From an optimization exercise on the open Yosys and OpenROAD flow, aimed at small area, a short achievable clock period and few clock cycles; shortcuts taken in it are not production practice.
The RTL was checked by simulation tests, not by an equivalence proof against the original design.
Power and IR drop assume default switching activity.

`flow/config.mk`:
```
export PLATFORM = sky130hd
export DESIGN_NAME = csl_rs_decoder
export DESIGN_NICKNAME = csl_rs_decoder
export VERILOG_FILES = /design/flow/design.v
export SDC_FILE = /design/flow/constraint.sdc
export NUM_CORES = 4
export LEC_CHECK = 0
export CAP_MARGIN = 20
export CORE_MARGIN = 2
export CORE_UTILIZATION = 65
export PLACE_DENSITY = 0.72
export SLEW_MARGIN = 20
```
`flow/constraint.sdc`:
```
create_clock -name core_clock -period 10.0 [get_ports {clk}]
set_input_delay 2.0000 -clock core_clock [delete_from_list [all_inputs] [get_ports {clk}]]
set_output_delay 2.0000 -clock core_clock [all_outputs]
set_load 0.01 [all_outputs]
```
`flow/design.v`:
```
module csl_rs_decoder (
    input  wire        clk,
    input  wire        rst,
    input  wire        in_valid,
    output wire        in_ready,
    input  wire [7:0]  in_data,
    input  wire        in_last,
    output wire        out_valid,
    input  wire        out_ready,
    output wire        out_uncorr,
    output wire [3:0]  out_nerr,
    output wire [63:0] out_pos,
    output wire [63:0] out_val
);
  function [7:0] gf_mul;
    input [7:0] a;
    input [7:0] b;
    integer k;
    reg [7:0] p;
    reg [7:0] s;
    begin
      p = 8'h00;
      s = a;
      for (k = 0; k < 8; k = k + 1) begin
        if (b[k]) p = p ^ s;
        s = {s[6:0], 1'b0} ^ (s[7] ? 8'h1D : 8'h00);
      end
      gf_mul = p;
    end
  endfunction
  function [3:0] g16_mul;
    input [3:0] a;
    input [3:0] b;
    reg [6:0] p;
    begin
      p = ({7{b[0]}} & {3'b000, a}) ^ ({7{b[1]}} & {2'b00, a, 1'b0}) ^
          ({7{b[2]}} & {1'b0, a, 2'b00}) ^ ({7{b[3]}} & {a, 3'b000});
      g16_mul = p[3:0] ^ {p[6:4], 1'b0} ^ {1'b0, p[6:4]};
    end
  endfunction
  function [3:0] g16_inv;
    input [3:0] a;
    begin
      case (a)
        4'h0: g16_inv = 4'h0;  4'h1: g16_inv = 4'h1;  4'h2: g16_inv = 4'h9;  4'h3: g16_inv = 4'hE;
        4'h4: g16_inv = 4'hD;  4'h5: g16_inv = 4'hB;  4'h6: g16_inv = 4'h7;  4'h7: g16_inv = 4'h6;
        4'h8: g16_inv = 4'hF;  4'h9: g16_inv = 4'h2;  4'hA: g16_inv = 4'hC;  4'hB: g16_inv = 4'h5;
        4'hC: g16_inv = 4'hA;  4'hD: g16_inv = 4'h4;  4'hE: g16_inv = 4'h3;  default: g16_inv = 4'h8;
      endcase
    end
  endfunction
  function [7:0] to_comp;
    input [7:0] x;
    begin
      to_comp = ({8{x[0]}} & 8'd1)  ^ ({8{x[1]}} & 8'd43) ^ ({8{x[2]}} & 8'd64)  ^ ({8{x[3]}} & 8'd33) ^
                ({8{x[4]}} & 8'd50) ^ ({8{x[5]}} & 8'd193) ^ ({8{x[6]}} & 8'd72) ^ ({8{x[7]}} & 8'd22);
    end
  endfunction
  function [7:0] from_comp;
    input [7:0] x;
    begin
      from_comp = ({8{x[0]}} & 8'd1)   ^ ({8{x[1]}} & 8'd78) ^ ({8{x[2]}} & 8'd153) ^ ({8{x[3]}} & 8'd68) ^
                  ({8{x[4]}} & 8'd87)  ^ ({8{x[5]}} & 8'd9)  ^ ({8{x[6]}} & 8'd4)   ^ ({8{x[7]}} & 8'd37);
    end
  endfunction
  function [7:0] gf_div;
    input [7:0] a;
    input [7:0] b;
    reg [7:0] ac, bc;
    reg [3:0] a1, a0, b1, b0, c0, hh, ll, mm, nrm, ni, p1, p0;
    begin
      ac = to_comp(a);
      bc = to_comp(b);
      a1 = ac[7:4]; a0 = ac[3:0];
      b1 = bc[7:4]; b0 = bc[3:0];
      c0  = b0 ^ b1;
      nrm = g16_mul(4'hF, g16_mul(b1, b1)) ^ g16_mul(b0, c0);
      ni  = g16_inv(nrm);
      hh = g16_mul(a1, b1);
      ll = g16_mul(a0, c0);
      mm = g16_mul(a1 ^ a0, b1 ^ c0);
      p1 = mm ^ ll;
      p0 = g16_mul(4'hF, hh) ^ ll;
      gf_div = from_comp({g16_mul(p1, ni), g16_mul(p0, ni)});
    end
  endfunction
  function [7:0] alpha_pow;
    input [3:0] j;
    begin
      case (j)
        4'd0:  alpha_pow = 8'h01;  4'd1:  alpha_pow = 8'h02;
        4'd2:  alpha_pow = 8'h04;  4'd3:  alpha_pow = 8'h08;
        4'd4:  alpha_pow = 8'h10;  4'd5:  alpha_pow = 8'h20;
        4'd6:  alpha_pow = 8'h40;  4'd7:  alpha_pow = 8'h80;
        4'd8:  alpha_pow = 8'h1D;  4'd9:  alpha_pow = 8'h3A;
        4'd10: alpha_pow = 8'h74;  4'd11: alpha_pow = 8'hE8;
        4'd12: alpha_pow = 8'hCD;  4'd13: alpha_pow = 8'h87;
        4'd14: alpha_pow = 8'h13;  default: alpha_pow = 8'h26;
      endcase
    end
  endfunction
  function [7:0] alpha_neg;
    input [3:0] i;
    begin
      case (i)
        4'd0: alpha_neg = 8'h01;  4'd1: alpha_neg = 8'h8E;
        4'd2: alpha_neg = 8'h47;  4'd3: alpha_neg = 8'hAD;
        4'd4: alpha_neg = 8'hD8;  4'd5: alpha_neg = 8'h6C;
        4'd6: alpha_neg = 8'h36;  4'd7: alpha_neg = 8'h1B;
        default: alpha_neg = 8'h83;
      endcase
    end
  endfunction
  integer i;
  reg        rdy;           
  reg        iv_q;          
  reg        il_q;
  reg [7:0]  id_q;
  reg [7:0]  acc [0:15];    
  reg        first;         
  reg [7:0]  cnt;           
  reg [7:0]  acc_nx [0:15];
  always @(*) begin
    for (i = 0; i < 16; i = i + 1)
      acc_nx[i] = (first ? 8'h00 : gf_mul(acc[i], alpha_pow(i))) ^ id_q;
  end
  localparam [3:0] BM_IDLE = 4'd0,
                   BM_INIT = 4'd1,
                   BM_DEC1 = 4'd2,
                   BM_DEC2 = 4'd3,
                   BM_PASS = 4'd4,
                   BM_FIN  = 4'd5,
                   BM_OPAS = 4'd6,
                   BM_OFIN = 4'd7,
                   BM_OWR  = 4'd8,
                   BM_DONE = 4'd9;
  reg [3:0]  bst;
  reg [7:0]  sc   [0:15];   
  reg [7:0]  cp   [0:8];    
  reg [7:0]  bs   [0:8];    
  reg [7:0]  gam;
  reg [7:0]  dlt;           
  reg [7:0]  dacc;          
  reg [3:0]  bl;            
  reg [4:0]  bm_m;          
  reg [3:0]  br;            
  reg        bswap;
  reg [4:0]  blnew;
  reg [8:0]  bi_oh;         
  reg [8:0]  bj_oh;         
  reg [8:0]  wi_oh;         
  reg [16:0] ps_oh;         
  reg [7:0]  pipe;          
  reg [3:0]  bk;            
  reg [7:0]  bk_oh;
  reg        b_unc;         
  reg [7:0]  b_nm1;         
  wire       bm_idle = (bst == BM_IDLE);
  reg [7:0] c_rd, b_rd, s_rd;
  always @(*) begin
    c_rd = 8'h00;
    b_rd = 8'h00;
    s_rd = 8'h00;
    for (i = 0; i <= 8; i = i + 1) begin
      c_rd = c_rd | ({8{bi_oh[i]}} & cp[i]);
      b_rd = b_rd | ({8{bj_oh[i]}} & bs[i]);
    end
    for (i = 0; i < 16; i = i + 1)
      s_rd = s_rd | ({8{ps_oh[i+1]}} & sc[i]);
  end
  wire [7:0] newc  = gf_mul(gam, c_rd) ^ gf_mul(dlt, b_rd);
  wire [7:0] dsum  = dacc ^ gf_mul(pipe, s_rd);
  wire       d_swap = (dacc != 8'h00) && ({bl, 1'b0} <= {1'b0, br});
  wire [4:0] d_lnew = d_swap ? ({1'b0, br} + 5'd1 - {1'b0, bl}) : {1'b0, bl};
  wire [5:0] d_j    = {1'b0, blnew} - {1'b0, bm_m};
  wire [4:0] d_s    = {1'b0, br} - blnew + 5'd1;       
  reg        xfer;           
  reg        cact;           
  reg        cfin;           
  reg [7:0]  lc   [0:8];
  reg [7:0]  oc   [0:7];
  reg [3:0]  c_rem;          
  reg        c_last;         
  reg        c_good;         
  reg        c_pz;           
  reg [7:0]  c_pos;
  reg [3:0]  nfound;
  reg        s2_v, s2_z;     
  reg [7:0]  s2_a, s2_b;     
  reg        s3_v;           
  reg [3:0]  s3_p1, s3_p0;   
  reg [3:0]  s3_ni;          
  reg [7:0]  pos_q [0:7];
  reg [7:0]  val_q [0:7];
  reg        ovalid;
  reg        ounc;
  reg [7:0] lam_ev, lam_od, omg_ev;
  always @(*) begin
    lam_ev = 8'h00;
    lam_od = 8'h00;
    omg_ev = 8'h00;
    for (i = 0; i <= 8; i = i + 1) begin
      if (i % 2 == 1) lam_od = lam_od ^ lc[i];
      else            lam_ev = lam_ev ^ lc[i];
    end
    for (i = 0; i < 8; i = i + 1)
      omg_ev = omg_ev ^ oc[i];
  end
  wire       root   = s2_v && s2_z;
  wire       c_stop = (root && c_last) || c_pz;
  wire [3:0] fy_c0 = s2_b[3:0] ^ s2_b[7:4];
  wire [3:0] fy_n  = g16_mul(4'hF, g16_mul(s2_b[7:4], s2_b[7:4])) ^ g16_mul(s2_b[3:0], fy_c0);
  wire [3:0] fy_hh = g16_mul(s2_a[7:4], s2_b[7:4]);
  wire [3:0] fy_ll = g16_mul(s2_a[3:0], fy_c0);
  wire [3:0] fy_mm = g16_mul(s2_a[7:4] ^ s2_a[3:0], s2_b[7:4] ^ fy_c0);
  wire [7:0] fy_val = from_comp({g16_mul(s3_p1, s3_ni), g16_mul(s3_p0, s3_ni)});
  wire [7:0] fy_pos = c_pos + 8'd2;         
  wire       chien_free = !cact && !cfin && !ovalid && !xfer;
  wire       cdone      = cfin && !cact && !s2_v;    
  wire consume    = iv_q && (!il_q || bm_idle);
  wire hand       = iv_q && il_q && bm_idle;
  wire acc_in     = in_valid && rdy;
  wire iv_nx      = acc_in || (iv_q && !consume);
  wire il_nx      = acc_in ? in_last : il_q;
  wire bm_idle_nx = ((bst == BM_DONE) && chien_free) || (bm_idle && !hand);
  always @(posedge clk) begin
    if (rst) begin
      rdy   <= 1'b0;
      iv_q  <= 1'b0;
      first <= 1'b1;
      cnt   <= 8'd0;
    end else begin
      rdy  <= !(iv_nx && il_nx && !bm_idle_nx);
      iv_q <= iv_nx;
      if (consume) begin
        first <= il_q;
        cnt   <= il_q ? 8'd0 : cnt + 8'd1;
      end
    end
    if (acc_in) begin
      id_q <= in_data;
      il_q <= in_last;
    end
    if (consume)
      for (i = 0; i < 16; i = i + 1)
        acc[i] <= acc_nx[i];
  end
  always @(posedge clk) begin
    if (rst) begin
      bst  <= BM_IDLE;
      xfer <= 1'b0;
    end else begin
      xfer <= (bst == BM_DONE) && chien_free;
      case (bst)
        BM_IDLE: if (hand) bst <= BM_INIT;
        BM_INIT: bst <= BM_DEC1;
        BM_DEC1: bst <= (d_lnew > 5'd8) ? BM_DONE : BM_DEC2;
        BM_DEC2: bst <= BM_PASS;
        BM_PASS: if (bi_oh[0]) bst <= BM_FIN;
        BM_FIN:  bst <= (br == 4'd15) ? ((bl == 4'd0) ? BM_DONE : BM_OPAS) : BM_DEC1;
        BM_OPAS: if (bi_oh[0]) bst <= BM_OFIN;
        BM_OFIN: bst <= BM_OWR;
        BM_OWR:  bst <= (bk + 4'd1 == bl) ? BM_DONE : BM_OPAS;
        BM_DONE: if (chien_free) bst <= BM_IDLE;
        default: bst <= BM_IDLE;
      endcase
    end
    if (hand) begin
      for (i = 0; i < 16; i = i + 1)
        sc[i] <= acc_nx[i];
      dacc  <= acc_nx[0];
      b_nm1 <= cnt;
    end
    for (i = 0; i <= 8; i = i + 1)
      if (wi_oh[i]) cp[i] <= pipe;
    wi_oh <= 9'd0;
    case (bst)
      BM_INIT: begin
        for (i = 0; i <= 8; i = i + 1) begin
          cp[i] <= (i == 0) ? 8'h01 : 8'h00;
          bs[i] <= (i == 0) ? 8'h01 : 8'h00;
        end
        gam   <= 8'h01;
        bl    <= 4'd0;
        bm_m  <= 5'd1;
        br    <= 4'd0;
        b_unc <= 1'b0;
      end
      BM_DEC1: begin
        dlt   <= dacc;
        bswap <= d_swap;
        blnew <= d_lnew;
        if (d_lnew > 5'd8) b_unc <= 1'b1;
      end
      BM_DEC2: begin
        bl   <= blnew[3:0];
        for (i = 0; i <= 8; i = i + 1) begin
          bi_oh[i] <= (blnew == i);
          bj_oh[i] <= (d_j == i);
        end
        for (i = 0; i < 17; i = i + 1)
          ps_oh[i] <= (d_s == i);
        pipe <= 8'h00;
        dacc <= 8'h00;
      end
      BM_PASS: begin
        for (i = 0; i <= 8; i = i + 1)
          if (bi_oh[i] && bswap) bs[i] <= c_rd;
        wi_oh <= bi_oh;
        pipe  <= newc;
        dacc  <= dsum;
        bi_oh <= {1'b0, bi_oh[8:1]};
        bj_oh <= {1'b0, bj_oh[8:1]};
        ps_oh <= {ps_oh[15:0], 1'b0};
        if (bi_oh[0]) begin
          if (bswap) begin
            gam  <= dlt;
            bm_m <= 5'd1;
          end else
            bm_m <= bm_m + 5'd1;
        end
      end
      BM_FIN: begin
        dacc  <= (br == 4'd15) ? 8'h00 : dsum;
        br    <= br + 4'd1;
        bk    <= 4'd0;
        bk_oh <= 8'd1;
        bi_oh <= 9'd1;
        ps_oh <= 17'd1;
        pipe  <= 8'h00;
      end
      BM_OPAS: begin
        pipe  <= c_rd;
        dacc  <= dsum;
        bi_oh <= {1'b0, bi_oh[8:1]};
        ps_oh <= {ps_oh[15:0], 1'b0};
      end
      BM_OFIN: begin
        dacc  <= dsum;
      end
      BM_OWR: begin
        for (i = 0; i < 8; i = i + 1)
          if (bk_oh[i]) bs[i] <= dacc;
        bk    <= bk + 4'd1;
        bk_oh <= {bk_oh[6:0], 1'b0};
        bi_oh <= {bk_oh, 1'b0};
        ps_oh <= 17'd1;
        pipe  <= 8'h00;
        dacc  <= 8'h00;
      end
      default: ;
    endcase
  end
  always @(posedge clk) begin
    if (rst) begin
      cact   <= 1'b0;
      cfin   <= 1'b0;
      ovalid <= 1'b0;
      s2_v   <= 1'b0;
      s3_v   <= 1'b0;
    end else begin
      s2_v <= cact && !c_stop;
      s3_v <= root;
      if (xfer) begin
        cact <= !b_unc && (bl != 4'd0);
        cfin <= 1'b1;
      end else if (cact) begin
        if (c_stop) cact <= 1'b0;
      end else if (cdone) begin
        cfin   <= 1'b0;
        ovalid <= 1'b1;
      end
      if (ovalid && out_ready) ovalid <= 1'b0;
    end
    for (i = 0; i <= 8; i = i + 1)
      lc[i] <= xfer ? cp[i] : gf_mul(lc[i], alpha_neg(i));
    for (i = 0; i < 8; i = i + 1)
      oc[i] <= xfer ? bs[i] : gf_mul(oc[i], alpha_neg(i));
    c_pos <= xfer ? b_nm1 : c_pos - 8'd1;
    s2_z <= ((lam_ev ^ lam_od) == 8'h00);
    s2_a <= to_comp(omg_ev);
    s2_b <= to_comp(lam_od);
    s3_p1 <= fy_mm ^ fy_ll;
    s3_p0 <= g16_mul(4'hF, fy_hh) ^ fy_ll;
    s3_ni <= g16_inv(fy_n);
    if (xfer) begin
      c_rem  <= bl;
      c_last <= (bl == 4'd1);
      c_good <= !b_unc && (bl == 4'd0);
      c_pz   <= 1'b0;
      nfound <= 4'd0;
    end else begin
      if (cact) c_pz <= (c_pos == 8'd0);
      if (root) begin
        c_rem  <= c_rem - 4'd1;
        c_last <= (c_rem == 4'd2);
        nfound <= nfound + 4'd1;
        if (c_last) c_good <= 1'b1;
      end
      if (cdone && !c_good) nfound <= 4'd0;
    end
    if (xfer || (cdone && !c_good)) begin
      for (i = 0; i < 8; i = i + 1) begin
        pos_q[i] <= 8'h00;
        val_q[i] <= 8'h00;
      end
    end else if (s3_v) begin
      pos_q[0] <= fy_pos;
      val_q[0] <= fy_val;
      for (i = 1; i < 8; i = i + 1) begin
        pos_q[i] <= pos_q[i-1];
        val_q[i] <= val_q[i-1];
      end
    end
    if (cdone) ounc <= !c_good;
  end
  assign in_ready   = rdy;
  assign out_valid  = ovalid;
  assign out_uncorr = ounc;
  assign out_nerr   = nfound;
  genvar g;
  generate
    for (g = 0; g < 8; g = g + 1) begin : g_out
      assign out_pos[8*g +: 8] = pos_q[g];
      assign out_val[8*g +: 8] = val_q[g];
    end
  endgenerate
endmodule
```
`flow/flow/run.sh`:
```
#!/bin/bash
set -euo pipefail
bash standard.sh SETUP_SLACK_MARGIN=6.8 "BUFFER_PORTS_ARGS=-buffer_cell sky130_fd_sc_hd__buf_2" \
  "CTS_ARGS=-sink_clustering_enable -repair_clock_nets -sink_clustering_size 24 -sink_clustering_max_diameter 120 -buf_list sky130_fd_sc_hd__clkbuf_16" \
  finish > layout_make.log 2>&1
```
`flow/standard.sh`:
```
#!/bin/bash
# synth_recipe.tcl (not shown) runs the flow's synth.tcl, then flattens the netlist and writes it again
# the make line also repeats each setting of config.mk as NAME=value (left out here)
make -C /OpenROAD-flow-scripts/flow DESIGN_CONFIG=/design/flow/config.mk WORK_HOME=/design/flow/orfs CLKGATE_MAP_FILE= SYNTH_SCRIPT=/design/flow/synth_recipe.tcl "${@:-finish}"
```
==> run notes, run 1 <==
* Status: no timing/DRC/antenna violations
* Num CTS Buffers at 41
* Fill cell count at 4950
* Top_reg_cell synth: edfxtp_1
* Setup WS pre-CTS at 6.441 ns
* Synth async-reset ratio at 0%
* DP Area at around 44000 µm²
* PD cells at around 330 nW/µm²
* Clock root cell: clkbuf_16
* Post-synthesis register bit count at 859
* Min Hold Slack at around 0.46 ns
* Final net count at just over 4000
* Floorplan row count at 94
* Post-synth EDFFs at roughly 470
* DRT Pass-1 Iters at 6
* Pwr Total at roughly 0.015 W
* Number of global-route vias before repair at approximately 28000
* Synthesized area at 43050 µm²
* IO Port Bufs at 147
* Worst-skew pair later-pin latency at 0.61 ns
* Worst Tran Pin Value at approximately 1.1 ns
* Maximum vdd drop at approximately 0.00038 V
* DIE HEIGHT at roughly 260 µm
* Share of cells above drive strength 1 at roughly a tenth
* Critical path launch point type: flip-flop
* Cell variety after synth at slightly above 80
* GR Util All Layers at 31.79%
* Clk_skew at around 0.021 ns
* Die ar. at around 68000 µm²
* CP max stage cell: nor3_1
* Register-to-register setup slack at between 6 and 7 ns
* CP Capture Type: flip-flop
* Clk sink count at about 860
* Max-slew violations at 0
* H-tree levels at 2
* Wire length per cell at approximately 23 µm
* Most frequent cells in the layout: xnor2_1 (642), edfxtp_1 (466), nor2_1 (442), dfxtp_1 (373), xor2_1 (333)
* Fin. Hold Viols at 0
* Crit path required time at between 10 and 15 ns
* CP max stage delay at roughly 0.94 ns
* N_diodes at 0
* Final ANT Viol Nets at 0
* Unrepaired setup endpoints after global routing: yes
* Final setup vio count at 0
* Buf/Inv on CP at 1
* Avg Vias per Cell at 6.022
* YS warnings at 10
* WS Path Type: reg -> reg
* Crit-path cells: nor2_4, and2_1, nor2b_4, buf_6, nor3_2, nor3_1
* Fin crit period at 3.209 ns
* Post-Syn Instances at a little under 4000
* GR Overflow Total at 0
* Most common cell after layout, fill and taps aside: xnor2_1
* Max Buffers Root-to-Sink at 3
* Critical path peak fanout at 73
* Final std cell area, no fill at ~46000 µm²
* Fmax at ~310 MHz
* Arrival time of the worst setup path at about 3.4 ns
* Initial Utilization at 65.60%
* Setup ws final at approximately 6.8 ns
* Final GP Congestion at slightly below 1
* Global-route wire length before repair at 166400 µm
* DP HPWL at between 70000 and 80000 µm
* Seq/Total Area, Yosys at between 50% and 60%
* CTS tree: built
* Synth Net Count at between 4000 and 5000
* Routed via count at approximately 29000
* CP delay by family, top: simple AND/OR/NAND/NOR gates
* Hold buffers post-CTS at 0
* Pin count of the biggest net entering global routing at roughly 110
* Max-cap viol count at 0
* Setup TNS at 0 ns
* Die width at approximately 260 µm
* Slew margin rel. at roughly 26%
* Initial antenna violation count at 0
* Initial DRC count at 3118
* Syn avg cell area at ~11 µm²
* Num ports at between 100 and 150
* Layout area overhead at 6.266%
* Final Cycle Share at 32.09%
* Lkg Pwr at approximately 17 nW
* Clock-pin slew on the worst setup and hold paths at around 0.10 ns
* HP Class: reg -> reg
* Wirelength, routed at 109900 µm
* DRC at 0
* Core area at 65630 µm²
cell type report:
| class | count | area [µm²] | share of cell area (%) |
|---|---|---|---|
| sequential | 859 | 21900 | 47.86 |
| multi-input combinational | 2805 | 20120 | 43.98 |
| timing repair buffer | 214 | 1295 | 2.831 |
| tap | 864 | 1081 | 2.363 |
| clock buffer | 41 | 1026 | 2.243 |
| inverter | 55 | 214.0 | 0.4677 |
| clock inverter | 27 | 113.9 | 0.2489 |
registers in the layout (all words and copies together) (netlist names), 9 cells and up:
signal / cells
bj_oh: 9
lc: 72
acc: 128
oc: 64
bi_oh: 9
bs: 72
wi_oh: 9
pos_q: 64
cp: 72
val_q: 64
sc: 128
ps_oh: 17
metal layers:
layer	routed length (µm)	vias to the layer above	global-route usage [%]	part of all wire (%)
li1	-	13466	-	-
met1	47290	14270	46.54	43
met2	49430	1360	49.35	45
met3	10040	201	5.197	9.1
met4	3122	0	8.617	2.8
met5	0	-	0	0
worst register-to-register path, delay by kind of cell (launching register included):
kind | cells | cell delay, ns
AND/OR/NAND/NOR | 5 | 1.94
flip-flops | 1 | 0.46
buffers and inverters | 1 | 0.44
metrics by stage:
step	cells	utilization [%]
after CTS	4837	69.14
after global routing	4865	69.71
final	4865	69.71
after detailed placement	4762	67.22
after floorplan	3965	-
after global placement	4760	67.18
power by group:
group	total, W	internal [W]	switching, W
combinational	0.00805	0.00387	0.00418
clock	0.00185	0.000756	0.00110
sequential	0.00531	0.00452	0.000788
total	0.0152	0.00915	0.00607
cells in the mapped netlist, types with 6 or more instances:
library cell	instances	share of area, %
a211oi_1	16	0.28
a21o_1	19	0.33
a21oi_1	56	0.65
a221o_1	10	0.23
a221oi_1	31	0.63
a222oi_1	9	0.21
a22o_1	53	1.1
a22oi_1	65	1.1
and2_1	7	0.10
and3_1	30	0.44
buf_1	19	0.17
buf_2	49	0.57
buf_4	6	0.10
buf_6	9	0.24
clkbuf_1	163	1.4
dfxtp_1	393	18
edfxtp_1	466	33
ha_1	46	1.3
inv_1	52	0.45
mux2_2	45	1.2
mux2i_1	200	4.7
nand2_1	321	2.8
nand2b_1	61	0.89
nand3_1	35	0.41
nand4_1	7	0.10
nor2_1	450	3.9
nor2b_1	33	0.48
nor3_1	44	0.51
nor3b_1	6	0.10
nor4_1	7	0.10
o21ai_0	138	1.6
o22ai_1	11	0.16
or2_1	6	0.087
or2_2	11	0.16
xnor2_1	645	13
xnor3_1	10	0.52
xor2_1	334	6.8
logic make-up (layout without fill, tap and decap cells):
logic type / after synthesis / after routing / synth area share, %
DFF: 859 / 859 / 50.78
adders and majority gates: 49 / 49 / 1.476
buffers and inverters: 301 / 337 / 2.976
AOI/OAI and AO/OA: 473 / 473 / 7.612
muxes: 245 / 245 / 5.827
xor gates and xnor gates: 999 / 999 / 20.82
and+or+nand+nor: 1039 / 1039 / 10.51
final timing paths:
kind,from,to,cells past startpoint
min reg2reg,b_nm1[7]$_DFFE_PP_,c_pos[7]$_DFF_P_,2
max,bst[3]$_SDFFE_PP0P_,bs[2][1]$_DFFE_PP_,6
max reg2reg,bst[3]$_SDFFE_PP0P_,bs[2][1]$_DFFE_PP_,6
min,b_nm1[7]$_DFFE_PP_,c_pos[7]$_DFF_P_,2
what timing repair did:
item / CTS / global route
endpoints found under the setup margin: 260 / 224
gates resized for setup: 26 / 39
buffers inserted: 7 / 28
pin swaps: 1 / 2
Testbench counts, summed over its fixed seeds: cycles 73,265.
==> run 2: changes to the inputs <==
--- a/flow/design.v
+++ b/flow/design.v
@@ -146,5 +146,4 @@
   reg [3:0]  br;            
   reg        bswap;
-  reg [4:0]  blnew;
   reg [8:0]  bi_oh;         
   reg [8:0]  bj_oh;         
@@ -172,7 +171,20 @@
   wire [7:0] dsum  = dacc ^ gf_mul(pipe, s_rd);
   wire       d_swap = (dacc != 8'h00) && ({bl, 1'b0} <= {1'b0, br});
-  wire [4:0] d_lnew = d_swap ? ({1'b0, br} + 5'd1 - {1'b0, bl}) : {1'b0, bl};
-  wire [5:0] d_j    = {1'b0, blnew} - {1'b0, bm_m};
-  wire [4:0] d_s    = {1'b0, br} - blnew + 5'd1;       
+  wire [4:0] d_lsw  = {1'b0, br} + 5'd1 - {1'b0, bl};    
+  wire [4:0] d_lnew = d_swap ? d_lsw : {1'b0, bl};
+  wire [5:0] d_j0   = {2'b00, bl} - {1'b0, bm_m};
+  wire [5:0] d_j1   = {1'b0, d_lsw} - {1'b0, bm_m};
+  wire [4:0] d_s0   = {1'b0, br} - {1'b0, bl} + 5'd1;    
+  wire [4:0] d_s1   = {1'b0, bl};
+  reg  [8:0]  d_bi, d_bj;
+  reg  [16:0] d_ps;
+  always @(*) begin
+    for (i = 0; i <= 8; i = i + 1) begin
+      d_bi[i] = d_swap ? (d_lsw == i) : (bl == i);
+      d_bj[i] = d_swap ? (d_j1 == i) : (d_j0 == i);
+    end
+    for (i = 0; i < 17; i = i + 1)
+      d_ps[i] = d_swap ? (d_s1 == i) : (d_s0 == i);
+  end
   reg        xfer;           
   reg        cact;           
@@ -255,6 +267,5 @@
         BM_IDLE: if (hand) bst <= BM_INIT;
         BM_INIT: bst <= BM_DEC1;
-        BM_DEC1: bst <= (d_lnew > 5'd8) ? BM_DONE : BM_DEC2;
-        BM_DEC2: bst <= BM_PASS;
+        BM_DEC1: bst <= (d_lnew > 5'd8) ? BM_DONE : BM_PASS;
         BM_PASS: if (bi_oh[0]) bst <= BM_FIN;
         BM_FIN:  bst <= (br == 4'd15) ? ((bl == 4'd0) ? BM_DONE : BM_OPAS) : BM_DEC1;
@@ -290,17 +301,11 @@
         dlt   <= dacc;
         bswap <= d_swap;
-        blnew <= d_lnew;
         if (d_lnew > 5'd8) b_unc <= 1'b1;
-      end
-      BM_DEC2: begin
-        bl   <= blnew[3:0];
-        for (i = 0; i <= 8; i = i + 1) begin
-          bi_oh[i] <= (blnew == i);
-          bj_oh[i] <= (d_j == i);
-        end
-        for (i = 0; i < 17; i = i + 1)
-          ps_oh[i] <= (d_s == i);
-        pipe <= 8'h00;
-        dacc <= 8'h00;
+        else bl <= d_lnew[3:0];
+        bi_oh <= d_bi;
+        bj_oh <= d_bj;
+        ps_oh <= d_ps;
+        pipe  <= 8'h00;
+        dacc  <= 8'h00;
       end
       BM_PASS: begin
--- a/flow/config.mk
+++ b/flow/config.mk
@@ -8,5 +8,5 @@
 export CAP_MARGIN = 20
 export CORE_MARGIN = 2
-export CORE_UTILIZATION = 65
-export PLACE_DENSITY = 0.72
+export CORE_UTILIZATION = 55
+export PLACE_DENSITY = 0.65
 export SLEW_MARGIN = 20
==> run notes, run 2 <==
* Arrival time of the worst setup path at approximately 3.5 ns
* Commonest cells in the netlist: xnor2_1 (639), nor2_1 (463), edfxtp_1 (461), dfxtp_1 (393), xor2_1 (340)
* CTS tree: built
* Internal power at between 0.01 and 0.015 W
* Clk pwr share at 10.1%
* Clock root cell: clkbuf_16
* Num CTS Buffers at between 40 and 50
* Share of cells above drive strength 1 at between 10% and 20%
* DIE HEIGHT at ~280 µm
* WS Path Type: reg -> reg
* CP max stage delay at around 0.6 ns
* Syn avg cell area at roughly 11 µm²
* Worst-skew pair later-pin latency at between 0.6 and 0.7 ns
* Pin count of the biggest net entering global routing at 100
* Yosys top cell area share at approximately 32%
* Layout area overhead at 8.152%
* Initial Utilization at 55.44%
* Slew margin rel. at 27.63%
* Final setup vio count at 0
* PD cells at between 400 and 500 nW/µm²
* Initial antenna violation count at 3
* Net Switching at about 0.0080 W
* Count leader, synth: xnor2_1
* Avg Vias per Cell at 5.628
* R2R depth at 9
* Worst Tran Pin Value at 1.086 ns
* CP delay by family, top: compound AO/OA/AOI/OAI gates
* Final ANT Viol Nets at 0
* Seq/Total Area, Yosys at 50.72%
* Post-synthesis register bit count at between 800 and 900
* Most common cell after layout, fill and taps aside: xnor2_1
* Buf/Inv on CP at 0
* Max-cap viol count at 0
* Clock-pin slew on the worst setup and hold paths at about 0.10 ns
* Final std cell area, no fill at between 40000 and 50000 µm²
* GR Util All Layers at a little over a quarter
* Status: no timing/DRC/antenna violations
* DP Area at about 44000 µm²
* Final GP Congestion at approximately 0.91
* Most frequent cells in the layout: xnor2_1 (634), edfxtp_1 (461), nor2_1 (450), dfxtp_1 (371), xor2_1 (339)
* Pwr Total at between 0.015 and 0.02 W
* Critical path peak fanout at 15
* Maximum vdd drop at approximately 0.0003 V
* Dominant cells by area after synthesis: edfxtp_1 (32%), dfxtp_1 (18%), xnor2_1 (13%)
* Worst hold path depth at 2
* Synthesized area at about 43000 µm²
* Fin. Hold Viols at 0
* DRT Pass-1 Iters at 6
* Floorplan row count at between 100 and 150
* CP max stage cell: edfxtp_1
* Crit path required time at approximately 10 ns
* Final core occ at roughly three fifths
* Most used cell, CP: a22o_1
* Setup TNS at 0 ns
* Routed via count at approximately 29000
* CP Capture Type: flip-flop
* Area leader, netlist: edfxtp_1
* Post-synth EDFFs at approximately 460
* Max Buffers Root-to-Sink at 3
* Fmax at 312.1 MHz
* Num ports at 148
* Number of global-route vias before repair at roughly 27000
* Cell variety after synth at 76
* WP depth at 9
* Clk_skew at around 0.028 ns
* Wirelength, routed at about 110000 µm
* Synth async-reset ratio at 0%
* Wire length per cell at 21.30 µm
* Sw Ratio at 42.05%
* Top flop regs: acc: 128 flops, sc: 128 flops
* H-tree levels at 2
* Die width at between 200 and 300 µm
* Post-Syn Instances at between 3000 and 4000
* Core area at just under 80000 µm²
* Global-route wire length before repair at 166900 µm
* Initial DRC count at between 2000 and 3000
* YS warnings at 10
* Max-slew violations at 0
* Critical path launch point type: flip-flop
* Final net count at ~4100
* Final Cycle Share at around a third
* Min Hold Slack at between 0.4 and 0.5 ns
* DRC at 0
* Fin crit period at around 3.2 ns
* Synth Net Count at about 4000
* Hold buffers post-CTS at 0
* IO Port Bufs at about 150
* Lkg Pwr at approximately 17 nW
* N_diodes at 0
* DP HPWL at between 70000 and 80000 µm
* Combinational power share at about three fifths
* Register share of total power at 30.7%
* Unrepaired setup endpoints after global routing: yes
* Top_reg_cell synth: edfxtp_1
* HP Class: reg -> reg
* GR Overflow Total at 0
* Die ar. at approximately 80000 µm²
* Clk sink count at 854
* Crit-path cells: a22o_1, a221oi_1, and4_2, mux2_2, o21ai_0, a22o_1, a21oi_1, xnor2_1, o2bb2ai_1
## run 2: cell count changes in the layout (fill, tap and decap cells not counted), moves of 11 or more
cell | before | now
a21oi_1 | 56 | 68
a22o_1 | 53 | 38
and2_1 | 7 | 18
and3_1 | 30 | 17
buf_4 | 59 | 95
o21ai_0 | 136 | 151
## run 2: routing by layer
| metal | global-route usage [%] | vias to the layer above | wire length, µm | part of all wire, % |
|---|---|---|---|---|
| met5 | 0 | - | 26 | 0.024 |
| met4 | 4.827 | 4 | 1820 | 1.7 |
| met3 | 3.680 | 126 | 7253 | 6.7 |
| met2 | 41.54 | 949 | 49220 | 45 |
| met1 | 39.61 | 13979 | 50300 | 46 |
| li1 | - | 13638 | - | - |
## run 2: worst paths after layout
path | from | endpoint | slack, ns
hold reg to reg | b_nm1[2]$_DFFE_PP_ | c_pos[2]$_DFF_P_ | 0.46
setup reg to reg | ps_oh[5]$_DFFE_PP_ | dacc[1]$_DFFE_PP_ | 6.80
hold / removal | b_nm1[2]$_DFFE_PP_ | c_pos[2]$_DFF_P_ | 0.46
setup / recovery | ps_oh[5]$_DFFE_PP_ | dacc[1]$_DFFE_PP_ | 6.80
## run 2: through the flow
step | setup slack (ns) | std cells
2_1_floorplan | 6.645 | 3988
3_3_place_gp | 6.255 | 4961
3_5_place_dp | 6.226 | 4962
4_1_cts | 6.801 | 5055
5_1_grt | 6.649 | 5099
6_report | 6.795 | 5099
## run 2: layout make-up
type,count,area [µm²]
Multi-Input combinational cell,2833,20310
Tap cell,1040,1301
Clock inverter,27,110.1
Timing Repair Buffer,248,1520
Clock buffer,44,1101
Sequential cell,854,21750
Fill cell,6499,30910
Inverter,53,210.2
## run 2: worst register-to-register path, stage by stage (launching register included)
cell and delay (ns):
edfxtp_1 0.60, a22o_1 0.29, a221oi_1 0.45, and4_2 0.57
mux2_2 0.23, o21ai_0 0.07, a22o_1 0.24, a21oi_1 0.19
xnor2_1 0.19, o2bb2ai_1 0.11
## run 2: power by group through the flow
stage,clock [W],combinational (W),sequential (W)
2_1_floorplan,0,0.00910,0.00531
3_3_place_gp,0,0.0108,0.00593
3_5_place_dp,0,0.0109,0.00592
4_1_cts,0.00196,0.0111,0.00583
5_1_grt,0.00208,0.0123,0.00590
6_report,0.00192,0.0112,0.00582
## run 2: cells by family after synthesis
family | after synthesis | share of synthesized area (%)
buf+inv | 301 | 2.783
mux | 253 | 6.059
flops | 854 | 50.72
simple gates | 1050 | 10.55
xor+xnor | 995 | 20.87
fa+ha+maj | 46 | 1.397
compound gates | 489 | 7.626
## run 2: timing repair
action / 4_1_cts / 5_1_grt
endpoints found under the setup margin: 39 / 148
gates cloned: 0 / 0
setup buffers: 22 / 43
pin swaps: 10 / 20
resized for setup: 39 / 49
Testbench counts of run 2, summed over its fixed seeds: cycles 72,947.
==> run 3: changes to the inputs <==
--- a/flow/design.v
+++ b/flow/design.v
@@ -150,4 +150,6 @@
   reg [8:0]  wi_oh;         
   reg [16:0] ps_oh;         
+  reg [7:0]  s_q;           
+  reg [4:0]  brl;           
   reg [7:0]  pipe;          
   reg [3:0]  bk;            
@@ -169,11 +171,11 @@
   end
   wire [7:0] newc  = gf_mul(gam, c_rd) ^ gf_mul(dlt, b_rd);
-  wire [7:0] dsum  = dacc ^ gf_mul(pipe, s_rd);
+  wire [7:0] dsum  = dacc ^ gf_mul(pipe, s_q);
   wire       d_swap = (dacc != 8'h00) && ({bl, 1'b0} <= {1'b0, br});
-  wire [4:0] d_lsw  = {1'b0, br} + 5'd1 - {1'b0, bl};    
+  wire [4:0] d_lsw  = brl;                               
   wire [4:0] d_lnew = d_swap ? d_lsw : {1'b0, bl};
   wire [5:0] d_j0   = {2'b00, bl} - {1'b0, bm_m};
   wire [5:0] d_j1   = {1'b0, d_lsw} - {1'b0, bm_m};
-  wire [4:0] d_s0   = {1'b0, br} - {1'b0, bl} + 5'd1;    
+  wire [4:0] d_s0   = brl;                               
   wire [4:0] d_s1   = {1'b0, bl};
   reg  [8:0]  d_bi, d_bj;
@@ -184,6 +186,7 @@
       d_bj[i] = d_swap ? (d_j1 == i) : (d_j0 == i);
     end
-    for (i = 0; i < 17; i = i + 1)
-      d_ps[i] = d_swap ? (d_s1 == i) : (d_s0 == i);
+    d_ps[0] = 1'b0;
+    for (i = 0; i < 16; i = i + 1)
+      d_ps[i+1] = d_swap ? (d_s1 == i) : (d_s0 == i);
   end
   reg        xfer;           
@@ -286,4 +289,5 @@
       if (wi_oh[i]) cp[i] <= pipe;
     wi_oh <= 9'd0;
+    s_q <= s_rd;
     case (bst)
       BM_INIT: begin
@@ -296,4 +300,5 @@
         bm_m  <= 5'd1;
         br    <= 4'd0;
+        brl   <= 5'd1;
         b_unc <= 1'b0;
       end
@@ -302,5 +307,8 @@
         bswap <= d_swap;
         if (d_lnew > 5'd8) b_unc <= 1'b1;
-        else bl <= d_lnew[3:0];
+        else if (d_swap) begin
+          bl  <= brl[3:0];
+          brl <= {1'b0, bl};
+        end
         bi_oh <= d_bi;
         bj_oh <= d_bj;
@@ -329,8 +337,9 @@
         dacc  <= (br == 4'd15) ? 8'h00 : dsum;
         br    <= br + 4'd1;
+        brl   <= brl + 5'd1;
         bk    <= 4'd0;
         bk_oh <= 8'd1;
         bi_oh <= 9'd1;
-        ps_oh <= 17'd1;
+        ps_oh <= 17'd2;
         pipe  <= 8'h00;
       end
@@ -350,5 +359,5 @@
         bk_oh <= {bk_oh[6:0], 1'b0};
         bi_oh <= {bk_oh, 1'b0};
-        ps_oh <= 17'd1;
+        ps_oh <= 17'd2;
         pipe  <= 8'h00;
         dacc  <= 8'h00;
--- a/flow/config.mk
+++ b/flow/config.mk
@@ -8,5 +8,5 @@
 export CAP_MARGIN = 20
 export CORE_MARGIN = 2
-export CORE_UTILIZATION = 55
-export PLACE_DENSITY = 0.65
+export CORE_UTILIZATION = 60
+export PLACE_DENSITY = 0.68
 export SLEW_MARGIN = 20
==> run notes, run 3 <==
* CP max stage delay at 0.40 ns
* Clk_skew at about 0.025 ns
* Yosys top cell area share at 32.40%
* CP Capture Type: output pin
* DRC at 0
* GR Overflow Total at 0
* Final GP Congestion at slightly below 1
* Seq/Total Area, Yosys at 51.03%
* Max-cap viol count at 0
* Synth Net Count at a little over 4000
* Maximum vdd drop at about 0.00035 V
* Num ports at between 100 and 150
* Die width at around 270 µm
* Buf/Inv on CP at 1
* Commonest cells in the netlist: xnor2_1 (645), edfxtp_1 (465), nor2_1 (422), dfxtp_1 (401), nand2_1 (351)
* Initial DRC count at just over 3000
* Core area at just over 70000 µm²
* Max Buffers Root-to-Sink at 3
* Routed via count at roughly 28000
* Post-synthesis register bit count at ~870
* Synthesized area at roughly 43000 µm²
* Post-Syn Instances at approximately 4000
* Share of cells above drive strength 1 at between 9 and 10%
* Critical path peak fanout at 3
* Unrepaired setup endpoints after global routing: no
* Initial Utilization at about three fifths
* Max-slew violations at 0
* Initial antenna violation count at 0
* CTS tree: built
* Top_reg_cell synth: edfxtp_1
* PD cells at approximately 380 nW/µm²
* Area leader, netlist: edfxtp_1
* Top flop regs: acc: 128 flops, sc: 128 flops
* Clk sink count at 866
* Avg Vias per Cell at ~5.7
* R2r endpoint: ps_oh[12]$_DFFE_PP_
* Layout area overhead at 6.890%
* Hold worst-path end: c_pos[7]$_DFF_P_
* Worst hold path depth at 2
* Worst Hold Launch: b_nm1[7]$_DFFE_PP_
* Num CTS Buffers at 42
* GR Util All Layers at 28.75%
* Worst reg2reg path startpoint: bst[2]$_SDFFE_PP0P_
* IO Port Bufs at around 150
* Post-synth EDFFs at 465
* Final ANT Viol Nets at 0
* Worst Tran Pin Value at around 1.1 ns
* Die ar. at between 70000 and 80000 µm²
* Hold buffers post-CTS at 0
* Fin. Hold Viols at 0
* Register-to-register setup slack at ~6.9 ns
* Dominant cells by area after synthesis: edfxtp_1 (32%), dfxtp_1 (19%), xnor2_1 (13%)
* DRT Pass-1 Iters at 7
* Wirelength, routed at around 110000 µm
* Critical Path Start: val_q[4][3]$_SDFFE_PP0P_
* Floorplan row count at a little under 100
* Syn avg cell area at approximately 11 µm²
* Arrival time of the worst setup path at 1.16 ns
* R2R depth at 6
* Count leader, synth: xnor2_1
* Final net count at between 4000 and 5000
* WS Path Type: reg -> out
* Wire length per cell at 21.71 µm
* YS warnings at 10
* Pin count of the biggest net entering global routing at just under 100
* HP Class: reg -> reg
* Clock root cell: clkbuf_16
* Worst-skew pair later-pin latency at 0.62 ns
* Lkg Pwr at ~17 nW
* Fmax at around 320 MHz
* Clock-pin slew on the worst setup and hold paths at ~0.10 ns
* Number of global-route vias before repair at roughly 27000
* Most frequent cells in the layout: xnor2_1 (644), edfxtp_1 (465), nor2_1 (419), dfxtp_1 (381), nand2_1 (348)
* Slew margin rel. at approximately a quarter
* Critical path launch point type: flip-flop
* Setup TNS at 0 ns
* N_diodes at 0
* Cell variety after synth at a little under 80
* Most common cell after layout, fill and taps aside: xnor2_1
* H-tree levels at 2
* Crit-path cells: buf_2
* Setup WS pre-CTS at roughly 6.7 ns
* Fin crit period at ~3.2 ns
* CP delay by family, top: flip-flops
* DP HPWL at between 70000 and 80000 µm
* Status: no timing/DRC/antenna violations
* CP max stage cell: dfxtp_1
* Global-route wire length before repair at roughly 160000 µm
* Crit path required time at 8.00 ns
* Final setup vio count at 0
* Synth async-reset ratio at 0%
* DIE HEIGHT at between 200 and 300 µm
* Setup ws final at about 6.8 ns
* Final Cycle Share at about a third
[run 3: how the worst max path moves through the flow]
stage | slack [ns] | depth (start not counted) | endpoint
2_1_floorplan | 6.59 | 5 | dacc[0]$_DFFE_PP_
3_3_place_gp | 6.71 | 9 | pipe[2]$_DFFE_PP_
3_5_place_dp | 6.69 | 5 | bs[6][3]$_DFFE_PP_
4_1_cts | 6.68 | 5 | bs[4][0]$_DFFE_PP_
5_1_grt | 6.80 | 1 | out_val[35]
6_report | 6.84 | 1 | out_val[35]
[run 3: power by group]
group	leakage (nW)	total, W	switching, W	internal (W)
registers	7.57	0.00582	0.00105	0.00477
clock network	0.694	0.00195	0.00112	0.000823
logic	8.74	0.00973	0.00491	0.00481
total	17.0	0.0175	0.00709	0.0104
[run 3: kinds of logic (layout without fill, tap and decap cells)]
kind of cell	count (synthesis)	count (layout)	share of synthesized area (%)
XOR/XNOR	1005	1005	20.84
adder cells (fa/ha/maj)	42	42	1.254
flip-flops	866	866	51.03
AO/OA/AOI/OAI	473	473	7.372
buffers and inverters	301	345	2.767
multiplexers	256	256	6.065
AND/OR/NAND/NOR	1053	1053	10.67
[run 3: layout make-up]
class                           instances  area [µm²]
Clock buffer                           45        1126
Clock inverter                         26       115.1
Fill cell                            5807       25180
Inverter                               44       172.7
Multi-Input combinational cell       2829       20040
Sequential cell                       866       22020
Tap cell                              950        1189
Timing Repair Buffer                  229        1391
Timing Repair inverter                  1       7.507
[run 3: layer usage]
layer / track usage, % / share of wire (%) / wire length (µm) / vias up
li1: - / - / - / 13597
met1: 38.36 / 43 / 46070 / 13782
met2: 48.12 / 48 / 51730 / 915
met3: 3.350 / 5.4 / 5833 / 203
met4: 11.35 / 4.4 / 4723 / 0
met5: 0 / 0 / 0 / -
[run 3: what timing repair did]
| action | CTS | global route |
|---|---|---|
| buffers inserted | 5 | 38 |
| pin swaps | 2 | 3 |
| gates cloned | 0 | 1 |
| endpoints found under the hold margin | 0 | 0 |
| gates resized for setup | 18 | 17 |
| setup endpoints to repair | 68 | 90 |
[run 3: through the flow]
step	cells	cell area (µm²)	hold WS, ns	total power [W]	utilization, %
final	4990	46060	0.4548	0.01749	64.66
after global routing	4990	46060	0.4860	0.01870	64.66
after CTS	4949	45670	0.4574	0.01738	64.10
after detailed placement	4873	44340	0.4348	0.01538	62.24
after global placement	4873	44340	0.4318	0.01527	62.24
after floorplan	3996	43160	0.4215	0.01349	-
Testbench counts of run 3, summed over its fixed seeds: cycles 72,947.
==> run 4: changes to the inputs <==
--- a/flow/config.mk
+++ b/flow/config.mk
@@ -8,5 +8,5 @@
 export CAP_MARGIN = 20
 export CORE_MARGIN = 2
-export CORE_UTILIZATION = 60
-export PLACE_DENSITY = 0.68
+export CORE_UTILIZATION = 55
+export PLACE_DENSITY = 0.65
 export SLEW_MARGIN = 20
==> run notes, run 4 <==
* Status: no timing/DRC/antenna violations
* Pwr Total at 0.01748 W
* Final core occ at between 50% and 60%
* Num ports at roughly 150
* DP HPWL at just under 80000 µm
* Floorplan row count at between 100 and 150
* Worst-skew pair later-pin latency at 0.64 ns
* WS Path Type: reg -> out
* CP max stage delay at approximately 0.4 ns
* Die ar. at approximately 80000 µm²
* Arrival time of the worst setup path at approximately 1.2 ns
* Setup WS pre-CTS at approximately 6 ns
* Maximum vdd drop at ~0.00045 V
* Fin. Hold Viols at 0
* DRC at 0
* Share of cells above drive strength 1 at about 10%
* Sw Ratio at just over 40%
* Combinational power share at a little under three fifths
* Final GP Congestion at about 0.94
* Clk sink count at around 870
* Cell variety after synth at slightly below 80
* CTS tree: built
* DRT Pass-1 Iters at 6
* Avg Vias per Cell at between 5 and 6
* GRT met1 Usage at a little over a third
* IO Port Bufs at 147
* Clock-pin slew on the worst setup and hold paths at about 0.10 ns
* Final Cycle Share at a little under a third
* Count leader, synth: xnor2_1
* Unrepaired setup endpoints after global routing: yes
* Slew margin rel. at between 20 and 25%
* Seq/Total Area, Yosys at about half
* Synthesized area at between 40000 and 50000 µm²
* Fin crit period at 3.162 ns
* Yosys top cell area share at between 30 and 40%
* Post-synth EDFFs at about 470
* Register share of total power at around a third
* Setup ws final at 6.838 ns
* Core area at ~77000 µm²
* Initial DRC count at 2224
* Lkg Pwr at 16.97 nW
* Internal power at slightly above 0.01 W
* Num CTS Buffers at 42
* Routed via count at roughly 28000
* CP Capture Type: output pin
* Commonest cells in the netlist: xnor2_1 (645), edfxtp_1 (465), nor2_1 (422), dfxtp_1 (401), nand2_1 (351)
* Final setup vio count at 0
* Post-Syn Instances at approximately 4000
* Buf/Inv on CP at 1
* Wire length per cell at roughly 22 µm
* Worst Tran Pin Value at approximately 1.1 ns
* Die width at roughly 280 µm
* Initial antenna violation count at 0
* Clk pwr share at 11.1%
* Clk_skew at 0.03643 ns
* Gr busiest metal: met2
* Synth async-reset ratio at 0%
* Fmax at 316.3 MHz
* Area leader, netlist: edfxtp_1
* YS warnings at 10
* Wirelength, routed at between 100000 and 150000 µm
* HP Class: reg -> reg
* Most frequent cells in the layout: xnor2_1 (643), edfxtp_1 (465), nor2_1 (417), dfxtp_1 (370), nand2_1 (348)
* Critical path peak fanout at 1
* GR Util All Layers at between 20% and 30%
* Post-synthesis register bit count at a little under 900
* Most common cell after layout, fill and taps aside: xnor2_1
* Hold buffers post-CTS at 0
* Pin count of the biggest net entering global routing at 98
* Number of global-route vias before repair at around 27000
* M2 GR Usage at a little under half
* GR Overflow Total at 0
* Initial Utilization at between 50 and 60%
* Setup TNS at 0 ns
* CP max stage cell: edfxtp_1
* Crit-path cells: buf_2
* CP delay by family, top: flip-flops
* Crit path required time at about 8.0 ns
* Max-slew violations at 0
* Global-route wire length before repair at around 170000 µm
* Final net count at a little over 4000
* GR Util met3 at under 10%
* Max-cap viol count at 0
* Syn avg cell area at 10.78 µm²
* Clock root cell: clkbuf_16
* Max Buffers Root-to-Sink at 3
* Layout area overhead at 7.082%
* Synth Net Count at approximately 4000
* Top flop regs: acc: 128 flops, sc: 128 flops
* N_diodes at 0
* Critical path launch point type: flip-flop
* Net Switching at ~0.0072 W
* Final ANT Viol Nets at 0
* Top_reg_cell synth: edfxtp_1
* Dominant cells by area after synthesis: edfxtp_1 (32%), dfxtp_1 (19%), xnor2_1 (13%)
* H-tree levels at 2
* PD cells at 378.9 nW/µm²
* DIE HEIGHT at around 280 µm
[run 4: timing repair]
item,in CTS,in global routing
buffers inserted,11,20
gates cloned,2,0
gates resized for setup,30,25
pin swaps,5,3
setup endpoints to repair,177,98
[run 4: layer usage]
metal,vias to the layer above,wire [µm]
li1,13579,-
met1,13713,46060
met2,855,53780
met3,223,5002
met4,0,5531
met5,-,0
[run 4: final cells by class]
type	instances	area, µm²
clock inverter	31	165.2
multi-input combinational	2830	20100
clock buffer	42	1051
sequential	866	22040
inverter	44	172.7
timing repair inverter	1	7.507
timing repair buffer	218	1306
fill	6619	31320
tap	1040	1301
[run 4: tightest hold or removal path: stages (launching register included)]
cell and delay [ns]:
edfxtp_1 0.33, nand2_1 0.04, o21ai_0 0.05
[run 4: power groups by stage]
stage | clock network [W] | logic [W] | registers, W
after detailed placement | 0 | 0.00964 | 0.00585
after CTS | 0.00198 | 0.00974 | 0.00576
after floorplan | 0 | 0.00825 | 0.00524
after global routing | 0.00209 | 0.0108 | 0.00585
final | 0.00193 | 0.00979 | 0.00576
after global placement | 0 | 0.00952 | 0.00585
[run 4: worst paths after layout]
path                            slack [ns]               start                end  cells after the start
worst min register to register        0.45  b_nm1[3]$_DFFE_PP_   c_pos[3]$_DFF_P_                      2
worst max-delay path                  6.84      ounc$_DFFE_PP_         out_uncorr                      1
worst max register to register        6.90  bj_oh[1]$_DFFE_PP_  pipe[2]$_DFFE_PP_                     10
worst min-delay path                  0.45  b_nm1[3]$_DFFE_PP_   c_pos[3]$_DFF_P_                      2
[run 4: cells by family (layout without fill, tap and decap cells)]
kind of cell | after synthesis | in the layout | share of synthesized area (%)
xor+xnor | 1005 | 1005 | 20.84
buf+inv | 301 | 336 | 2.767
fa+ha+maj | 42 | 42 | 1.254
compound gates | 473 | 474 | 7.372
simple gates | 1053 | 1053 | 10.67
flops | 866 | 866 | 51.03
mux | 256 | 256 | 6.065
[run 4: through the flow]
step | area (µm²) | hold WS [ns] | std cells
6_report | 46140 | 0.4528 | 5072
3_5_place_dp | 44480 | 0.4315 | 4965
2_1_floorplan | 43160 | 0.4215 | 3996
4_1_cts | 45860 | 0.4547 | 5051
5_1_grt | 46140 | 0.4830 | 5072
3_3_place_gp | 44470 | 0.4291 | 4965
==> run 5: changes to the inputs <==
--- a/flow/config.mk
+++ b/flow/config.mk
@@ -6,7 +6,7 @@
 export NUM_CORES = 4
 export LEC_CHECK = 0
-export CAP_MARGIN = 20
+export CAP_MARGIN = 5
 export CORE_MARGIN = 2
 export CORE_UTILIZATION = 55
 export PLACE_DENSITY = 0.65
-export SLEW_MARGIN = 20
+export SLEW_MARGIN = 5
==> run notes, run 5 <==
* Die ar. at around 80000 µm²
* R2r endpoint: pipe[1]$_DFFE_PP_
* Synthesized area at about 43000 µm²
* Fin crit period at around 3.2 ns
* Count leader, synth: xnor2_1
* DRC at 0
* HP Class: reg -> reg
* Worst Hold Launch: b_nm1[3]$_DFFE_PP_
* Synth Net Count at between 4000 and 5000
* Clk sink count at 866
* DIE HEIGHT at about 280 µm
* Post-Syn Instances at about 4000
* Critical path peak fanout at 1
* H-tree levels at 2
* Clock-pin slew on the worst setup and hold paths at approximately 0.10 ns
* WS Path Type: reg -> out
* Syn avg cell area at between 10 and 15 µm²
* Slew margin rel. at roughly a quarter
* Fill cell count at 6569
* Layout area overhead at 7.453%
* Worst hold path depth at 2
* Max-slew violations at 0
* Initial DRC count at ~2500
* Status: no timing/DRC/antenna violations
* Setup WS pre-CTS at approximately 6.2 ns
* Number of global-route vias before repair at 27043
* Initial Utilization at between 50% and 60%
* Final GP Congestion at 0.9421
* CP delay by family, top: flip-flops
* Combinational power share at 56.0%
* DRT Pass-1 Iters at 6
* Top flop regs: acc: 128 flops, sc: 128 flops
* Cell variety after synth at 78
* Wirelength, routed at 110600 µm
* DP HPWL at around 79000 µm
* Seq/Total Area, Yosys at just over 50%
* CTS tree: built
* Most frequent cells in the layout: xnor2_1 (643), edfxtp_1 (465), nor2_1 (416), dfxtp_1 (368), nand2_1 (348)
* Final net count at ~4100
* Fin. Hold Viols at 0
* YS warnings at 10
* Net Switching at ~0.0072 W
* Num ports at ~150
* Synth async-reset ratio at 0%
* Critical path launch point type: flip-flop
* Commonest cells in the netlist: xnor2_1 (645), edfxtp_1 (465), nor2_1 (422), dfxtp_1 (401), nand2_1 (351)
* PD cells at 379.1 nW/µm²
* Core area at 77470 µm²
* Buf/Inv on CP at 1
* Register-to-register setup slack at roughly 7.0 ns
* Floorplan row count at slightly above 100
* Register share of total power at between 30 and 40%
* Worst Tran Pin Value at roughly 1.1 ns
* Max-cap viol count at 0
* Routed via count at about 28000
* Avg Vias per Cell at 5.588
* Clk_skew at 0.02198 ns
* Clock root cell: clkbuf_16
* Dominant cells by area after synthesis: edfxtp_1 (32%), dfxtp_1 (19%), xnor2_1 (13%)
* Post-synthesis register bit count at 866
* Internal power at roughly 0.010 W
* Hold worst-path end: c_pos[3]$_DFF_P_
* Worst reg2reg path startpoint: bi_oh[1]$_DFFE_PP_
* Clk pwr share at 11.3%
* Pin count of the biggest net entering global routing at 98
* Most common cell after layout, fill and taps aside: xnor2_1
* IO Port Bufs at 147
* Area leader, netlist: edfxtp_1
* Post-synth EDFFs at around 470
* Max Buffers Root-to-Sink at 3
* Yosys top cell area share at 32.40%
* N_diodes at 0
* R2R depth at 9
* Crit path required time at 8.00 ns
* CP max stage delay at ~0.38 ns
* Share of cells above drive strength 1 at a little over a tenth
* GR Overflow Total at 0
* Final setup vio count at 0
* Num CTS Buffers at 42
* Final ANT Viol Nets at 0
* Initial antenna violation count at 0
* Setup TNS at 0 ns
* Arrival time of the worst setup path at around 1.2 ns
* Lkg Pwr at between 15 and 20 nW
* Worst-skew pair later-pin latency at between 0.6 and 0.7 ns
* Global-route wire length before repair at about 170000 µm
* Fmax at between 300 and 400 MHz
* CP Capture Type: output pin
* GR Util All Layers at 26.88%
* Top_reg_cell synth: edfxtp_1
* Setup ws final at around 7 ns
* CP max stage cell: edfxtp_1
* Crit-path cells: buf_2
* Maximum vdd drop at approximately 0.00042 V
* Final Cycle Share at 31.53%
* Wire length per cell at about 22 µm
* Unrepaired setup endpoints after global routing: no
* Sw Ratio at about two fifths
* Die width at 283.9 µm
==> run 5: logic make-up (layout without fill, tap and decap cells) <==
kind of cell / after synthesis / count (layout) / share of synthesized area (%)
buffers and inverters: 301 / 352 / 2.767
AND/OR/NAND/NOR: 1053 / 1053 / 10.67
multiplexers: 256 / 256 / 6.065
AO/OA/AOI/OAI: 473 / 474 / 7.372
flip-flops: 866 / 866 / 51.03
XOR/XNOR: 1005 / 1005 / 20.84
adder cells (fa/ha/maj): 42 / 42 / 1.254
==> run 5: power groups by stage <==
| stage | clock network [W] | logic, W | registers [W] |
|---|---|---|---|
| finish | 0.00198 | 0.00983 | 0.00575 |
| CTS | 0.00201 | 0.00973 | 0.00577 |
| global route | 0.00214 | 0.0108 | 0.00583 |
| global placement | 0 | 0.00952 | 0.00585 |
| detailed placement | 0 | 0.00963 | 0.00585 |
| floorplan | 0 | 0.00825 | 0.00524 |
==> run 5: what timing repair did <==
action | in CTS | in global routing
setup endpoints to repair | 228 | 160
pin swaps | 5 | 4
gates cloned | 2 | 0
setup buffers | 9 | 37
gates resized for setup | 36 | 31
hold buffers | 0 | 0
==> run 5: worst max path at each step <==
| stage | from | end | slack (ns) | cells past startpoint |
|---|---|---|---|---|
| after floorplan | bst[3]$_SDFFE_PP0P_ | dacc[0]$_DFFE_PP_ | 6.59 | 5 |
| after global placement | bl[1]$_SDFFCE_PN0P_ | ps_oh[16]$_DFFE_PP_ | 6.19 | 8 |
| after detailed placement | bl[1]$_SDFFCE_PN0P_ | ps_oh[16]$_DFFE_PP_ | 6.20 | 8 |
| after CTS | bst[1]$_SDFFE_PP0P_ | bs[7][3]$_DFFE_PP_ | 6.60 | 5 |
| after global routing | pos_q[5][4]$_SDFFE_PP0P_ | out_pos[44] | 6.80 | 1 |
| final | ounc$_DFFE_PP_ | out_uncorr | 6.85 | 1 |
==> run 5: cell type report <==
class                      count  area [µm²]  area share [%]
clock inverter                30       132.6          0.2864
inverter                      44       172.7          0.3729
tap                         1040        1301           2.810
timing repair inverter         1       7.507         0.01621
sequential                   866       22050           47.62
timing repair buffer         232        1410           3.045
multi-input combinational   2830       20100           43.42
clock buffer                  45        1126           2.432
==> run 5: routing by layer <==
metal	GRT usage, %	wire, µm	vias up	part of all wire, %
met5	0	0	-	0
met1	35.16	45860	13709	41
met2	46.25	54140	909	49
met3	2.379	5557	210	5.0
li1	-	-	13605	-
met4	10.53	5008	0	4.5
==> run 5: per-stage QoR <==
step | cells | area [µm²] | hold WS [ns] | util [%] | power, W
2_1_floorplan | 3996 | 43160 | 0.4215 | - | 0.01349
3_3_place_gp | 4965 | 44470 | 0.4291 | 57.40 | 0.01537
3_5_place_dp | 4965 | 44470 | 0.4315 | 57.40 | 0.01548
4_1_cts | 5051 | 45910 | 0.4560 | 59.26 | 0.01752
5_1_grt | 5088 | 46300 | 0.4828 | 59.77 | 0.01880
6_report | 5088 | 46300 | 0.4520 | 59.77 | 0.01755
==> run 6: changes to the inputs <==
--- a/flow/design.v
+++ b/flow/design.v
@@ -133,5 +133,4 @@
                    BM_OPAS = 4'd6,
                    BM_OFIN = 4'd7,
-                   BM_OWR  = 4'd8,
                    BM_DONE = 4'd9;
   reg [3:0]  bst;
@@ -274,6 +273,5 @@
         BM_FIN:  bst <= (br == 4'd15) ? ((bl == 4'd0) ? BM_DONE : BM_OPAS) : BM_DEC1;
         BM_OPAS: if (bi_oh[0]) bst <= BM_OFIN;
-        BM_OFIN: bst <= BM_OWR;
-        BM_OWR:  bst <= (bk + 4'd1 == bl) ? BM_DONE : BM_OPAS;
+        BM_OFIN: bst <= (bk + 4'd1 == bl) ? BM_DONE : BM_OPAS;
         BM_DONE: if (chien_free) bst <= BM_IDLE;
         default: bst <= BM_IDLE;
@@ -347,19 +345,21 @@
         pipe  <= c_rd;
         dacc  <= dsum;
-        bi_oh <= {1'b0, bi_oh[8:1]};
-        ps_oh <= {ps_oh[15:0], 1'b0};
+        if (bi_oh[0]) begin
+          bi_oh <= {bk_oh, 1'b0};
+          ps_oh <= 17'd2;
+        end else begin
+          bi_oh <= {1'b0, bi_oh[8:1]};
+          ps_oh <= {ps_oh[15:0], 1'b0};
+        end
       end
       BM_OFIN: begin
-        dacc  <= dsum;
-      end
-      BM_OWR: begin
         for (i = 0; i < 8; i = i + 1)
-          if (bk_oh[i]) bs[i] <= dacc;
+          if (bk_oh[i]) bs[i] <= dsum;
         bk    <= bk + 4'd1;
         bk_oh <= {bk_oh[6:0], 1'b0};
-        bi_oh <= {bk_oh, 1'b0};
-        ps_oh <= 17'd2;
-        pipe  <= 8'h00;
+        pipe  <= c_rd;
         dacc  <= 8'h00;
+        bi_oh <= {1'b0, bi_oh[8:1]};
+        ps_oh <= {ps_oh[15:0], 1'b0};
       end
       default: ;
--- a/flow/config.mk
+++ b/flow/config.mk
@@ -6,7 +6,7 @@
 export NUM_CORES = 4
 export LEC_CHECK = 0
-export CAP_MARGIN = 5
+export CAP_MARGIN = 20
 export CORE_MARGIN = 2
 export CORE_UTILIZATION = 55
 export PLACE_DENSITY = 0.65
-export SLEW_MARGIN = 5
+export SLEW_MARGIN = 20
==> run notes, run 6 <==
* Status: no timing/DRC/antenna violations
* DRT Pass-1 Iters at 9
* Synth async-reset ratio at 0%
* Buf/Inv on CP at 1
* DP Area at 44550 µm²
* Post-synth EDFFs at approximately 470
* GR Overflow Total at 0
* DIE HEIGHT at 284.3 µm
* Post-synthesis register bit count at 866
* Register-to-register setup slack at just under 7 ns
* Core area at roughly 78000 µm²
* Sw Ratio at between 30 and 40%
* Maximum vdd drop at about 0.00040 V
* Setup TNS at 0 ns
* Final Cycle Share at between 30% and 40%
* Unrepaired setup endpoints after global routing: yes
* Clk pwr share at 14.1%
* Final ANT Viol Nets at 0
* Seq/Total Area, Yosys at about half
* Internal power at 0.008767 W
* YS warnings at 10
* Cell variety after synth at roughly 80
* Max-slew violations at 0
* DRC at 0
* Max-cap viol count at 0
* GR Util All Layers at about a quarter
* Post-Syn Instances at roughly 4000
* CP Capture Type: output pin
* Floorplan row count at between 100 and 150
* Avg Vias per Cell at ~5.6
* Clk sink count at a little under 900
* Most frequent cells in the layout: xnor2_1 (617), edfxtp_1 (465), nor2_1 (414), dfxtp_1 (358), xor2_1 (357)
* Crit path required time at about 8 ns
* Top_reg_cell synth: edfxtp_1
* CP max stage cell: dfxtp_1
* Net Switching at 0.005261 W
* Area leader, netlist: edfxtp_1
* N_diodes at 0
* Global-route wire length before repair at between 150000 and 200000 µm
* Initial DRC count at around 2800
* Crit-path cells: buf_2
* Final GP Congestion at around 0.91
* Post-route insts no fill at between 5000 and 6000
* CP delay by family, top: flip-flops
* Max Buffers Root-to-Sink at 3
* Fmax at around 320 MHz
* Critical path peak fanout at 3
* Initial Utilization at between 50% and 60%
* Syn avg cell area at 10.86 µm²
* Slew margin rel. at between 30% and 40%
* Synth Net Count at ~4000
* CP max stage delay at around 0.39 ns
* Most common cell after layout, fill and taps aside: xnor2_1
* Combinational power share at 49.4%
* Synthesized area at 43230 µm²
* HP Class: reg -> reg
* Register share of total power at a little over a third
* Wirelength, routed at between 100000 and 150000 µm
* Lkg Pwr at about 17 nW
* Num ports at roughly 150
* Hold worst-path end: c_pos[7]$_DFF_P_
* Min Hold Slack at about 0.45 ns
* Count leader, synth: xnor2_1
* Final setup vio count at 0
* PD cells at 300.6 nW/µm²
* WS Path Type: reg -> out
* Die ar. at approximately 81000 µm²
* Fin crit period at 3.171 ns
* Dominant cells by area after synthesis: edfxtp_1 (32%), dfxtp_1 (19%), xnor2_1 (13%)
* Placed cells at ~4900
* H-tree levels at 2
[run 6: cell types whose count changed after synthesis, sizes merged, moves of 10 or more]
cell | previous run | this run
nand2 | 353 | 319
xnor2 | 648 | 624
a22oi | 40 | 57
o22ai | 9 | 22
a21oi | 77 | 53
a22o | 54 | 44
and3 | 11 | 27
xnor3 | 8 | 18
o21ai | 156 | 208
and2 | 29 | 14
xor2 | 347 | 360
[run 6: kinds of logic after synthesis]
kind of cell             share of synthesized area (%)
adder cells (fa/ha/maj)                          1.250
AND/OR/NAND/NOR                                  10.25
AO/OA/AOI/OAI                                    7.688
multiplexers                                     6.044
buffers and inverters                            2.811
XOR/XNOR                                         21.08
flip-flops                                       50.87
[run 6: worst max-delay path by stage]
stage / depth (start not counted) / to / startpoint
after floorplan: 9 / cnt[4]$_SDFFE_PP0P_ / bst[2]$_SDFFE_PP0P_
after global placement: 6 / bs[3][1]$_DFFE_PP_ / pipe[6]$_DFFE_PP_
after detailed placement: 9 / ps_oh[10]$_DFFE_PP_ / bl[1]$_SDFFCE_PN0P_
after CTS: 1 / out_uncorr / ounc$_DFFE_PP_
after global routing: 1 / out_uncorr / ounc$_DFFE_PP_
final: 1 / out_pos[11] / pos_q[1][3]$_SDFFE_PP0P_
[run 6: metal layers]
layer  up-vias  wire (µm)  track usage (%)
met3       175       6616            3.082
met5         -          0                0
met4         0       3407            7.395
met1     13909      48920            37.15
met2      1024      51910            43.87
li1      13688          -                -
[run 6: worst min-delay path: cells and delay by family (launching register included)]
kind / cells / cell delay, ns
and+or+nand+nor: 1 / 0.05
DFF: 1 / 0.33
AOI/OAI and AO/OA: 1 / 0.05
[run 6: through the flow]
| step | utilization (%) | setup slack, ns |
|---|---|---|
| floorplan | - | 6.785 |
| finish | 60.14 | 6.829 |
| CTS | 59.26 | 6.800 |
| detailed placement | 57.42 | 6.648 |
| global placement | 57.38 | 6.714 |
| global route | 60.14 | 6.787 |
[run 6: final cells by class]
type | count | area [µm²]
inverters | 47 | 180.2
well taps | 1040 | 1301
clock buffers | 43 | 1076
flip-flops and latches | 866 | 22060
clock inverters | 31 | 176.4
multi-input cells | 2822 | 20250
fillers | 6534 | 30930
repair buffers | 257 | 1628
[run 6: power by group through the flow]
stage	sequential, W	combinational (W)	clock [W]
floorplan	0.00485	0.00578	0
global placement	0.00521	0.00669	0
detailed placement	0.00521	0.00678	0
CTS	0.00513	0.00685	0.00201
global route	0.00519	0.00766	0.00212
finish	0.00513	0.00693	0.00197
[run 6: repair_timing]
action                                  4_1_cts  5_1_grt
endpoints found under the setup margin       85      119
hold buffers                                  0        0
pin swaps                                     2        4
buffers inserted                             16       66
gates resized for setup                      24       45
gates cloned                                  0        1
endpoints found under the hold margin         0        0
Testbench counts of run 6, summed over its fixed seeds: cycles 72,854.

-- static timing again, ports no longer ideal --
The results above use ideal ports. As a check the final layouts listed here were re-extracted and re-timed, cells and wires unchanged. Step 1 sets driving cells, clkbuf_16 on the clock port and buf_2 on the other inputs (assumed; they add their load-dependent delay and slew). Step 2 also shifts input and output timing later by t, the mid clock arrival at the registers, as if the neighbouring blocks saw the same clock. a / b / c = no drivers / after step 1 / after step 2; a / b = the first two.
run	t, ns	setup WS [ns]	cell pins on the clock port's net
run 1	0.663	6.791 / 6.791 / 6.791	1
run 2	0.670	6.795 / 6.781 / 6.711	1
run 3	0.675	6.840 / 6.771 / 6.814	1
run 4	0.686	6.838 / 6.771 / 6.845	1
run 5	0.682	6.847 / 6.780 / 6.828	1
run 6	0.681	6.829 / 6.761 / 6.787	1
After both steps setup and hold are still met in every run listed. For run 2, which loses most, drivers alone change the setup slack by -0.014 ns; drivers and shift together by -0.084 ns.
